Context: an optimization exercise on an open-source flow, tuned for small area, a short achievable clock period and few clock cycles per item. The choices shown serve that exercise and are no tape-out recipe. Function was checked by simulation only, so behaviour that the tests miss may differ from the original.

[design/flow/design.v]
module aes_sbox (
    input  wire [7:0] in,
    output reg  [7:0] out
);
    always @(*) begin
        case (in)
            8'h00: out = 8'h63;
            8'h01: out = 8'h7c;
            8'h02: out = 8'h77;
            8'h03: out = 8'h7b;
            8'h04: out = 8'hf2;
            8'h05: out = 8'h6b;
            8'h06: out = 8'h6f;
            8'h07: out = 8'hc5;
            8'h08: out = 8'h30;
            8'h09: out = 8'h01;
            8'h0a: out = 8'h67;
            8'h0b: out = 8'h2b;
            8'h0c: out = 8'hfe;
            8'h0d: out = 8'hd7;
            8'h0e: out = 8'hab;
            8'h0f: out = 8'h76;
            8'h10: out = 8'hca;
            8'h11: out = 8'h82;
            8'h12: out = 8'hc9;
            8'h13: out = 8'h7d;
            8'h14: out = 8'hfa;
            8'h15: out = 8'h59;
            8'h16: out = 8'h47;
            8'h17: out = 8'hf0;
            8'h18: out = 8'had;
            8'h19: out = 8'hd4;
            8'h1a: out = 8'ha2;
            8'h1b: out = 8'haf;
            8'h1c: out = 8'h9c;
            8'h1d: out = 8'ha4;
            8'h1e: out = 8'h72;
            8'h1f: out = 8'hc0;
            8'h20: out = 8'hb7;
            8'h21: out = 8'hfd;
            8'h22: out = 8'h93;
            8'h23: out = 8'h26;
            8'h24: out = 8'h36;
            8'h25: out = 8'h3f;
            8'h26: out = 8'hf7;
            8'h27: out = 8'hcc;
            8'h28: out = 8'h34;
            8'h29: out = 8'ha5;
            8'h2a: out = 8'he5;
            8'h2b: out = 8'hf1;
            8'h2c: out = 8'h71;
            8'h2d: out = 8'hd8;
            8'h2e: out = 8'h31;
            8'h2f: out = 8'h15;
            8'h30: out = 8'h04;
            8'h31: out = 8'hc7;
            8'h32: out = 8'h23;
            8'h33: out = 8'hc3;
            8'h34: out = 8'h18;
            8'h35: out = 8'h96;
            8'h36: out = 8'h05;
            8'h37: out = 8'h9a;
            8'h38: out = 8'h07;
            8'h39: out = 8'h12;
            8'h3a: out = 8'h80;
            8'h3b: out = 8'he2;
            8'h3c: out = 8'heb;
            8'h3d: out = 8'h27;
            8'h3e: out = 8'hb2;
            8'h3f: out = 8'h75;
            8'h40: out = 8'h09;
            8'h41: out = 8'h83;
            8'h42: out = 8'h2c;
            8'h43: out = 8'h1a;
            8'h44: out = 8'h1b;
            8'h45: out = 8'h6e;
            8'h46: out = 8'h5a;
            8'h47: out = 8'ha0;
            8'h48: out = 8'h52;
            8'h49: out = 8'h3b;
            8'h4a: out = 8'hd6;
            8'h4b: out = 8'hb3;
            8'h4c: out = 8'h29;
            8'h4d: out = 8'he3;
            8'h4e: out = 8'h2f;
            8'h4f: out = 8'h84;
            8'h50: out = 8'h53;
            8'h51: out = 8'hd1;
            8'h52: out = 8'h00;
            8'h53: out = 8'hed;
            8'h54: out = 8'h20;
            8'h55: out = 8'hfc;
            8'h56: out = 8'hb1;
            8'h57: out = 8'h5b;
            8'h58: out = 8'h6a;
            8'h59: out = 8'hcb;
            8'h5a: out = 8'hbe;
            8'h5b: out = 8'h39;
            8'h5c: out = 8'h4a;
            8'h5d: out = 8'h4c;
            8'h5e: out = 8'h58;
            8'h5f: out = 8'hcf;
            8'h60: out = 8'hd0;
            8'h61: out = 8'hef;
            8'h62: out = 8'haa;
            8'h63: out = 8'hfb;
            8'h64: out = 8'h43;
            8'h65: out = 8'h4d;
            8'h66: out = 8'h33;
            8'h67: out = 8'h85;
            8'h68: out = 8'h45;
            8'h69: out = 8'hf9;
            8'h6a: out = 8'h02;
            8'h6b: out = 8'h7f;
            8'h6c: out = 8'h50;
            8'h6d: out = 8'h3c;
            8'h6e: out = 8'h9f;
            8'h6f: out = 8'ha8;
            8'h70: out = 8'h51;
            8'h71: out = 8'ha3;
            8'h72: out = 8'h40;
            8'h73: out = 8'h8f;
            8'h74: out = 8'h92;
            8'h75: out = 8'h9d;
            8'h76: out = 8'h38;
            8'h77: out = 8'hf5;
            8'h78: out = 8'hbc;
            8'h79: out = 8'hb6;
            8'h7a: out = 8'hda;
            8'h7b: out = 8'h21;
            8'h7c: out = 8'h10;
            8'h7d: out = 8'hff;
            8'h7e: out = 8'hf3;
            8'h7f: out = 8'hd2;
            8'h80: out = 8'hcd;
            8'h81: out = 8'h0c;
            8'h82: out = 8'h13;
            8'h83: out = 8'hec;
            8'h84: out = 8'h5f;
            8'h85: out = 8'h97;
            8'h86: out = 8'h44;
            8'h87: out = 8'h17;
            8'h88: out = 8'hc4;
            8'h89: out = 8'ha7;
            8'h8a: out = 8'h7e;
            8'h8b: out = 8'h3d;
            8'h8c: out = 8'h64;
            8'h8d: out = 8'h5d;
            8'h8e: out = 8'h19;
            8'h8f: out = 8'h73;
            8'h90: out = 8'h60;
            8'h91: out = 8'h81;
            8'h92: out = 8'h4f;
            8'h93: out = 8'hdc;
            8'h94: out = 8'h22;
            8'h95: out = 8'h2a;
            8'h96: out = 8'h90;
            8'h97: out = 8'h88;
            8'h98: out = 8'h46;
            8'h99: out = 8'hee;
            8'h9a: out = 8'hb8;
            8'h9b: out = 8'h14;
            8'h9c: out = 8'hde;
            8'h9d: out = 8'h5e;
            8'h9e: out = 8'h0b;
            8'h9f: out = 8'hdb;
            8'ha0: out = 8'he0;
            8'ha1: out = 8'h32;
            8'ha2: out = 8'h3a;
            8'ha3: out = 8'h0a;
            8'ha4: out = 8'h49;
            8'ha5: out = 8'h06;
            8'ha6: out = 8'h24;
            8'ha7: out = 8'h5c;
            8'ha8: out = 8'hc2;
            8'ha9: out = 8'hd3;
            8'haa: out = 8'hac;
            8'hab: out = 8'h62;
            8'hac: out = 8'h91;
            8'had: out = 8'h95;
            8'hae: out = 8'he4;
            8'haf: out = 8'h79;
            8'hb0: out = 8'he7;
            8'hb1: out = 8'hc8;
            8'hb2: out = 8'h37;
            8'hb3: out = 8'h6d;
            8'hb4: out = 8'h8d;
            8'hb5: out = 8'hd5;
            8'hb6: out = 8'h4e;
            8'hb7: out = 8'ha9;
            8'hb8: out = 8'h6c;
            8'hb9: out = 8'h56;
            8'hba: out = 8'hf4;
            8'hbb: out = 8'hea;
            8'hbc: out = 8'h65;
            8'hbd: out = 8'h7a;
            8'hbe: out = 8'hae;
            8'hbf: out = 8'h08;
            8'hc0: out = 8'hba;
            8'hc1: out = 8'h78;
            8'hc2: out = 8'h25;
            8'hc3: out = 8'h2e;
            8'hc4: out = 8'h1c;
            8'hc5: out = 8'ha6;
            8'hc6: out = 8'hb4;
            8'hc7: out = 8'hc6;
            8'hc8: out = 8'he8;
            8'hc9: out = 8'hdd;
            8'hca: out = 8'h74;
            8'hcb: out = 8'h1f;
            8'hcc: out = 8'h4b;
            8'hcd: out = 8'hbd;
            8'hce: out = 8'h8b;
            8'hcf: out = 8'h8a;
            8'hd0: out = 8'h70;
            8'hd1: out = 8'h3e;
            8'hd2: out = 8'hb5;
            8'hd3: out = 8'h66;
            8'hd4: out = 8'h48;
            8'hd5: out = 8'h03;
            8'hd6: out = 8'hf6;
            8'hd7: out = 8'h0e;
            8'hd8: out = 8'h61;
            8'hd9: out = 8'h35;
            8'hda: out = 8'h57;
            8'hdb: out = 8'hb9;
            8'hdc: out = 8'h86;
            8'hdd: out = 8'hc1;
            8'hde: out = 8'h1d;
            8'hdf: out = 8'h9e;
            8'he0: out = 8'he1;
            8'he1: out = 8'hf8;
            8'he2: out = 8'h98;
            8'he3: out = 8'h11;
            8'he4: out = 8'h69;
            8'he5: out = 8'hd9;
            8'he6: out = 8'h8e;
            8'he7: out = 8'h94;
            8'he8: out = 8'h9b;
            8'he9: out = 8'h1e;
            8'hea: out = 8'h87;
            8'heb: out = 8'he9;
            8'hec: out = 8'hce;
            8'hed: out = 8'h55;
            8'hee: out = 8'h28;
            8'hef: out = 8'hdf;
            8'hf0: out = 8'h8c;
            8'hf1: out = 8'ha1;
            8'hf2: out = 8'h89;
            8'hf3: out = 8'h0d;
            8'hf4: out = 8'hbf;
            8'hf5: out = 8'he6;
            8'hf6: out = 8'h42;
            8'hf7: out = 8'h68;
            8'hf8: out = 8'h41;
            8'hf9: out = 8'h99;
            8'hfa: out = 8'h2d;
            8'hfb: out = 8'h0f;
            8'hfc: out = 8'hb0;
            8'hfd: out = 8'h54;
            8'hfe: out = 8'hbb;
            8'hff: out = 8'h16;
            default: out = 8'h00;
        endcase
    end
endmodule
module aes256_core (
    input  wire         clk,
    input  wire         rst,         
    input  wire         start,
    input  wire [255:0] key,
    input  wire [127:0] block_in,
    output wire         ready,
    output reg          done,
    output wire [127:0] block_out
);
    reg         busy;
    reg  [3:0]  round;       
    reg [127:0] state;
    reg [127:0] key_prev;    
    reg [127:0] key_cur;     
    wire accept = start && ready;
    assign ready     = !busy;
    assign block_out = state;
    wire [127:0] sub_bytes;
    wire [127:0] shift_rows;
    wire [127:0] mix_columns;
    genvar i;
    generate
        for (i = 0; i < 16; i = i + 1) begin : g_sbox
            aes_sbox u_sbox (
                .in  (state[127 - 8*i -: 8]),
                .out (sub_bytes[127 - 8*i -: 8])
            );
        end
    endgenerate
    generate
        for (i = 0; i < 16; i = i + 1) begin : g_shift
            localparam integer R = i % 4;
            localparam integer C = i / 4;
            localparam integer SRC = 4 * ((C + R) % 4) + R;
            assign shift_rows[127 - 8*i -: 8] = sub_bytes[127 - 8*SRC -: 8];
        end
    endgenerate
    function [7:0] xtime(input [7:0] b);
        xtime = {b[6:0], 1'b0} ^ (b[7] ? 8'h1b : 8'h00);
    endfunction
    function [31:0] mix_column(input [31:0] col);
        reg [7:0] a0, a1, a2, a3;
        begin
            a0 = col[31:24];
            a1 = col[23:16];
            a2 = col[15:8];
            a3 = col[7:0];
            mix_column[31:24] = xtime(a0) ^ (xtime(a1) ^ a1) ^ a2 ^ a3;
            mix_column[23:16] = a0 ^ xtime(a1) ^ (xtime(a2) ^ a2) ^ a3;
            mix_column[15:8]  = a0 ^ a1 ^ xtime(a2) ^ (xtime(a3) ^ a3);
            mix_column[7:0]   = (xtime(a0) ^ a0) ^ a1 ^ a2 ^ xtime(a3);
        end
    endfunction
    generate
        for (i = 0; i < 4; i = i + 1) begin : g_mix
            assign mix_columns[127 - 32*i -: 32] = mix_column(shift_rows[127 - 32*i -: 32]);
        end
    endgenerate
    wire last_round = (round == 4'd14);
    wire [127:0] round_out = (last_round ? shift_rows : mix_columns) ^ key_cur;
    wire [3:0]  next_group = round + 4'd1;
    wire [31:0] last_word  = key_cur[31:0];
    wire [31:0] sub_in     = next_group[0] ? last_word : {last_word[23:0], last_word[31:24]};
    wire [31:0] sub_word;
    generate
        for (i = 0; i < 4; i = i + 1) begin : g_ksbox
            aes_sbox u_sbox (
                .in  (sub_in[31 - 8*i -: 8]),
                .out (sub_word[31 - 8*i -: 8])
            );
        end
    endgenerate
    reg [7:0] rcon;
    always @(*) begin
        case (next_group[3:1])
            3'd1:    rcon = 8'h01;
            3'd2:    rcon = 8'h02;
            3'd3:    rcon = 8'h04;
            3'd4:    rcon = 8'h08;
            3'd5:    rcon = 8'h10;
            3'd6:    rcon = 8'h20;
            3'd7:    rcon = 8'h40;
            default: rcon = 8'h00;
        endcase
    end
    wire [31:0] temp = sub_word ^ (next_group[0] ? 32'h0 : {rcon, 24'h0});
    wire [31:0] nk0  = key_prev[127:96] ^ temp;
    wire [31:0] nk1  = key_prev[95:64]  ^ nk0;
    wire [31:0] nk2  = key_prev[63:32]  ^ nk1;
    wire [31:0] nk3  = key_prev[31:0]   ^ nk2;
    always @(posedge clk) begin
        if (rst) begin
            busy  <= 1'b0;
            done  <= 1'b0;
            round <= 4'd0;
        end else begin
            done <= 1'b0;
            if (accept) begin
                busy  <= 1'b1;
                round <= 4'd1;
            end else if (busy) begin
                round <= round + 4'd1;
                if (last_round) begin
                    busy <= 1'b0;
                    done <= 1'b1;
                end
            end
        end
    end
    always @(posedge clk) begin
        if (accept) begin
            state    <= block_in ^ key[255:128];
            key_prev <= key[255:128];
            key_cur  <= key[127:0];
        end else if (busy) begin
            state    <= round_out;
            key_prev <= key_cur;
            key_cur  <= {nk0, nk1, nk2, nk3};
        end
    end
endmodule
[design/flow/run.sh]
#!/bin/bash
# synth_recipe.tcl (not shown) runs the flow's synth.tcl, then flattens the netlist and writes it again
# the make line also repeats each setting of config.mk as NAME=value (left out here)
make -C /OpenROAD-flow-scripts/flow DESIGN_CONFIG=/design/flow/config.mk WORK_HOME=/design/flow/orfs CLKGATE_MAP_FILE= SYNTH_SCRIPT=/design/flow/synth_recipe.tcl finish
[design/flow/config.mk]
export PLATFORM = sky130hd
export DESIGN_NAME = aes256_core
export DESIGN_NICKNAME = aes256_core
export VERILOG_FILES = /design/flow/design.v
export SDC_FILE = /design/flow/constraint.sdc
export NUM_CORES = 4
export LEC_CHECK = 0
export CAP_MARGIN = 20
export CELL_PAD_IN_SITES_DETAIL_PLACEMENT = 1
export CELL_PAD_IN_SITES_GLOBAL_PLACEMENT = 2
export CORE_MARGIN = 2
export CORE_UTILIZATION = 20
export PLACE_DENSITY = 0.35
export SLEW_MARGIN = 20
[design/flow/constraint.sdc]
create_clock -name core_clock -period 10.0 [get_ports {clk}]
set_input_delay 2.0000 -clock core_clock [delete_from_list [all_inputs] [get_ports {clk}]]
set_output_delay 2.0000 -clock core_clock [all_outputs]
set_load 0.01 [all_outputs]
==> results.py <==
metrics = {
    "run_status": {
        "status": "no timing/DRC/antenna violations",
    },
    "detailed_routing": {
        "vias": 129900,
        "first_iter_violations": 15020,
        "route.met2.wl_um": 385200,
        "wl_per_cell_um": 41.31,
        "met3WireLength_um": 53040,
        "firstDrtPassIters": 8,
        "vias_per_cell": 6.194,
        "wl_met1_um": 380000,
        "drt.antenna.violating_nets": 0,
        "drc": 0,
        "highest_layer": "met5",
        "wl_um": 866200,
    },
    "worst_setup_path": {
        "critical_path_depth": 17,
        "r2r-end": "g_sbox[11].u_sbox.out[3]",
        "rr_startpoint": "round[0]",
        "r2r_cells": 17,
        "crit_path_end_kind": "register",
        "slowest_delay_ps": 910,
        "required_ps": 10710,
        "critPathArrivalTime_ps": 8000,
        "cp_top_family": "compound AO/OA/AOI/OAI gates",
        "cp_cell_sequence": "inv_2, ha_1, nand3_4, buf_12, o21ai_0, a21oi_1, buf_4, o21a_1, buf_4, inv_1, buf_4, ha_1, o21ai_0, a21oi_1, a311oi_1, o31a_1, a311oi_1",
        "cp_common_cell": "buf_4",
        "critPathLaunchType": "register",
        "ff2ff_setup_slack_ps": 2710,
        "crit_type": "reg -> reg",
        "worst-path-max-fanout": 47,
        "worst_path_max_delay_cell": "o21ai_0",
        "cp_num_buf_inv": 6,
    },
    "finish": {
        "nFillCells": 60190,
        "nets": 14840,
        "syn_to_final_growth_pct": 15.61,
        "drive_above_1_share_pct": 8.677,
    },
    "logic_synthesis": {
        "async_flop_share_pct": 0,
        "syn-cell-area_sq_um": 100300,
        "synth_ff_type": "edfxtp_1",
        "synth_seq_cells": 518,
        "synth_fp_nets": 15200,
        "ys_warn_count": 2,
        "synthCells": 14550,
        "yosysUniqueCellTypes": 128,
        "synth_edf_count": 384,
        "yosysSeqAreaShare_pct": 14.16,
        "syn_area_per_cell_sq_um": 6.897,
    },
    "grt": {
        "grt_usage_pct": 32.49,
        "grt_pass1_vias": 128200,
        "grt_max_degree": 98,
        "antenna_found_initial": 54,
        "grt_overflow": 0,
        "grt_pass1_wl_um": 1175000,
    },
    "min_path": {
        "min_path_type": "reg -> reg",
        "min-delay-start": "key_cur[118]",
        "holdPathStages": 2,
        "hold-path-endpoint": "key_prev[118]",
    },
    "timing": {
        "setup_viol": 0,
        "rsz0062_at_grt": "false",
        "fin_crit_ps": 7291,
        "max_slew_margin_pct": 16.10,
        "slew_viol_final": 0,
        "fin_tns_setup_ps": 0,
        "timing.fmax_mhz": 137.2,
        "fin_skew_ps": 91.20,
        "tightest_slew_ps": 1252,
        "hold_viol_final": 0,
        "finalCritPeriodShare_pct": 72.91,
    },
    "clock_network": {
        "postCtsResizedCells": 0,
        "cts_buffers": 99,
        "hold_buffers": 0,
        "cts_tree": "built",
        "cts_setup_buffers": 0,
        "htree_levels": 3,
        "cts.sinks": 518,
        "cts-root-buf": "clkbuf_16",
        "clk_pin_slew_worst_paths_ps": 60,
        "clkLatencyLatePin_ps": 940,
        "cts.path.max_buffers": 4,
    },
    "die": {
        "io_pins": 517,
        "dieArea_sq_um": 507400,
        "fp-row-count": 260,
        "die_w_um": 712.3,
        "core_region_area_sq_um": 500700,
        "initial_core_util_pct": 20.04,
        "die_y_um": 712.3,
    },
    "placed_design": {
        "port_buffers": 516,
        "hpwl_um": 644800,
        "gp_congestion": 0.9841,
    },
    "flow_run": {
        "maxCapViolCount": 0,
    },
}
-- cell usage after synthesis (65+ instances only) --
master	instances	share of area, %
o211ai_1	386	2.9
ha_1	262	3.3
a221oi_1	165	1.4
a21o_1	74	0.55
o221ai_1	156	1.4
nor2_1	1379	5.2
inv_1	111	0.42
clkbuf_1	763	2.9
o31ai_1	114	0.85
nand2b_1	65	0.41
xnor3_1	150	3.4
a21oi_1	1286	6.4
dfxtp_1	134	2.7
a2111oi_0	70	0.61
nand3b_1	79	0.59
buf_2	648	3.2
a32oi_1	71	0.62
a211oi_1	380	2.8
edfxtp_1	384	11
a211o_1	66	0.58
o22ai_1	149	0.93
xnor2_1	408	3.6
a22oi_1	70	0.52
o311ai_0	163	1.4
a31oi_1	290	1.8
or3_1	104	0.65
mux2i_1	207	2.1
nand2_1	1913	7.2
and2_1	70	0.44
buf_1	151	0.56
nor3_1	506	2.5
o21ai_1	70	0.35
o21ai_0	1280	6.4
and3_1	137	0.85
o2111ai_1	125	1.1
o32ai_1	93	0.81
nand3_1	481	2.4
a311oi_1	249	2.2
xor2_1	177	1.5
-- worst max path at each step --
| stage | startpoint | endpoint | slack (ps) |
|---|---|---|---|
| finish | round[0] | g_sbox[11].u_sbox.out[3] | 2710 |
| detailed placement | start | g_sbox[11].u_sbox.out[3] | 2410 |
| CTS | round[0] | g_sbox[11].u_sbox.out[3] | 2840 |
| global placement | key[201] | g_sbox[6].u_sbox.out[5] | 1820 |
| floorplan | start | g_sbox[8].u_sbox.out[3] | 270 |
| global route | round[0] | g_sbox[11].u_sbox.out[3] | 2620 |
-- through the flow --
step | hold slack [ps] | setup slack, ps | instance area (sq um) | std cells | utilization (%)
after floorplan | 517.5 | 269.1 | 100400 | 14550 | -
after global placement | 561.1 | 1818 | 112500 | 20760 | 22.47
after detailed placement | 555.7 | 2410 | 112600 | 20770 | 22.49
after CTS | 574.0 | 2837 | 115900 | 20950 | 23.16
after global routing | 595.6 | 2619 | 116000 | 20950 | 23.17
final | 573.1 | 2709 | 116000 | 20970 | 23.17
-- cells in the final DEF, fill, tap and decap left out, types with 65 or more instances in the layout --
| master | synthesis | final |
|---|---|---|
| nand2_1 | 1913 | 1908 |
| nor2_1 | 1379 | 1371 |
| a21oi_1 | 1286 | 1274 |
| o21ai_0 | 1280 | 1273 |
| buf_4 | 62 | 640 |
| clkdlybuf4s50_1 | 0 | 515 |
| nor3_1 | 506 | 500 |
| nand3_1 | 481 | 474 |
| xnor2_1 | 408 | 403 |
| o211ai_1 | 386 | 386 |
| edfxtp_1 | 384 | 384 |
| a211oi_1 | 380 | 369 |
| a31oi_1 | 290 | 287 |
| ha_1 | 262 | 262 |
| a311oi_1 | 249 | 249 |
| mux2i_1 | 207 | 187 |
| xor2_1 | 177 | 175 |
| a221oi_1 | 165 | 165 |
| o311ai_0 | 163 | 163 |
| o221ai_1 | 156 | 154 |
| xnor3_1 | 150 | 150 |
| o22ai_1 | 149 | 147 |
| o2111ai_1 | 125 | 125 |
| and3_1 | 137 | 125 |
| dfxtp_1 | 134 | 125 |
| o31ai_1 | 114 | 113 |
| inv_1 | 111 | 107 |
| or3_1 | 104 | 104 |
| clkbuf_16 | 0 | 99 |
| o32ai_1 | 93 | 93 |
| nand3b_1 | 79 | 79 |
| a21o_1 | 74 | 74 |
| a32oi_1 | 71 | 71 |
| o21ai_1 | 70 | 71 |
| a22oi_1 | 70 | 70 |
| and2_1 | 70 | 69 |
| a2111oi_0 | 70 | 67 |
| a211o_1 | 66 | 65 |
-- logic make-up after synthesis --
group           Yosys count  share of synthesized area [%]
mux                     306                          3.714
fa+ha+maj               262                          3.267
xor+xnor                780                          9.420
buf+inv                1803                          7.949
compound gates         5833                          39.10
flops                   518                          14.16
simple gates           5048                          22.39
-- flip-flops by register name (all words and copies together) (netlist names) --
| name | flops |
|---|---|
| g_sbox.u_sbox.out | 128 |
| key_cur | 128 |
| key_prev | 128 |
| state | 128 |
| round | 4 |
| busy | 1 |
| done | 1 |
-- area by class of cell --
class	count	area, sq um	share of cell area, %
clock inverters	60	698.2	0.6018
flip-flops and latches	518	14230	12.27
repair buffers	1181	10470	9.025
clock buffers	121	2640	2.276
diodes	20	50.05	0.04314
inverters	158	613.1	0.5285
multi-input cells	12230	78950	68.05
well taps	6681	8359	7.205
-- worst reg2reg max path, delay by kind of cell, from the launching register on --
family | cells | cell delay [ps]
fa+ha+maj | 2 | 1120
buf+inv | 6 | 1930
simple gates | 1 | 580
flops | 1 | 480
compound gates | 8 | 3030
-- routing by layer --
metal  track usage, %  vias up
met5                0        -
met2            51.29     6046
met1            43.65    67940
met3            4.495     1089
li1                 -    54790
met4            14.99       22
Testbench counts, summed over its fixed seeds: cycles 48,000, items 3,200.

==> separate check: timing with driven ports <==
The results above use ideal ports. As a check the final layout listed here was re-extracted and re-timed, cells and wires unchanged. Step 1 sets driving cells, clkbuf_16 on the clock port and buf_2 on the other inputs (assumed; they add their load-dependent delay and slew). Step 2, shift: input delay + t, output delay - t, t = (earliest + latest rising clock arrival at the registers) / 2. This alone moves slack from input paths to output paths. Slacks: no drivers / after step 1 / after step 2; pairs: no drivers / after step 1.
t (ns): 0.995
setup slack, ns: 2.709 / 2.709 / 2.215
hold slack, ns: 0.573 / 0.573 / 0.573
worst setup path after step 2: input to register
After both steps this run still meets setup and hold. For this run, drivers alone change the setup slack by 0.000 ns; drivers and shift together by -0.494 ns.
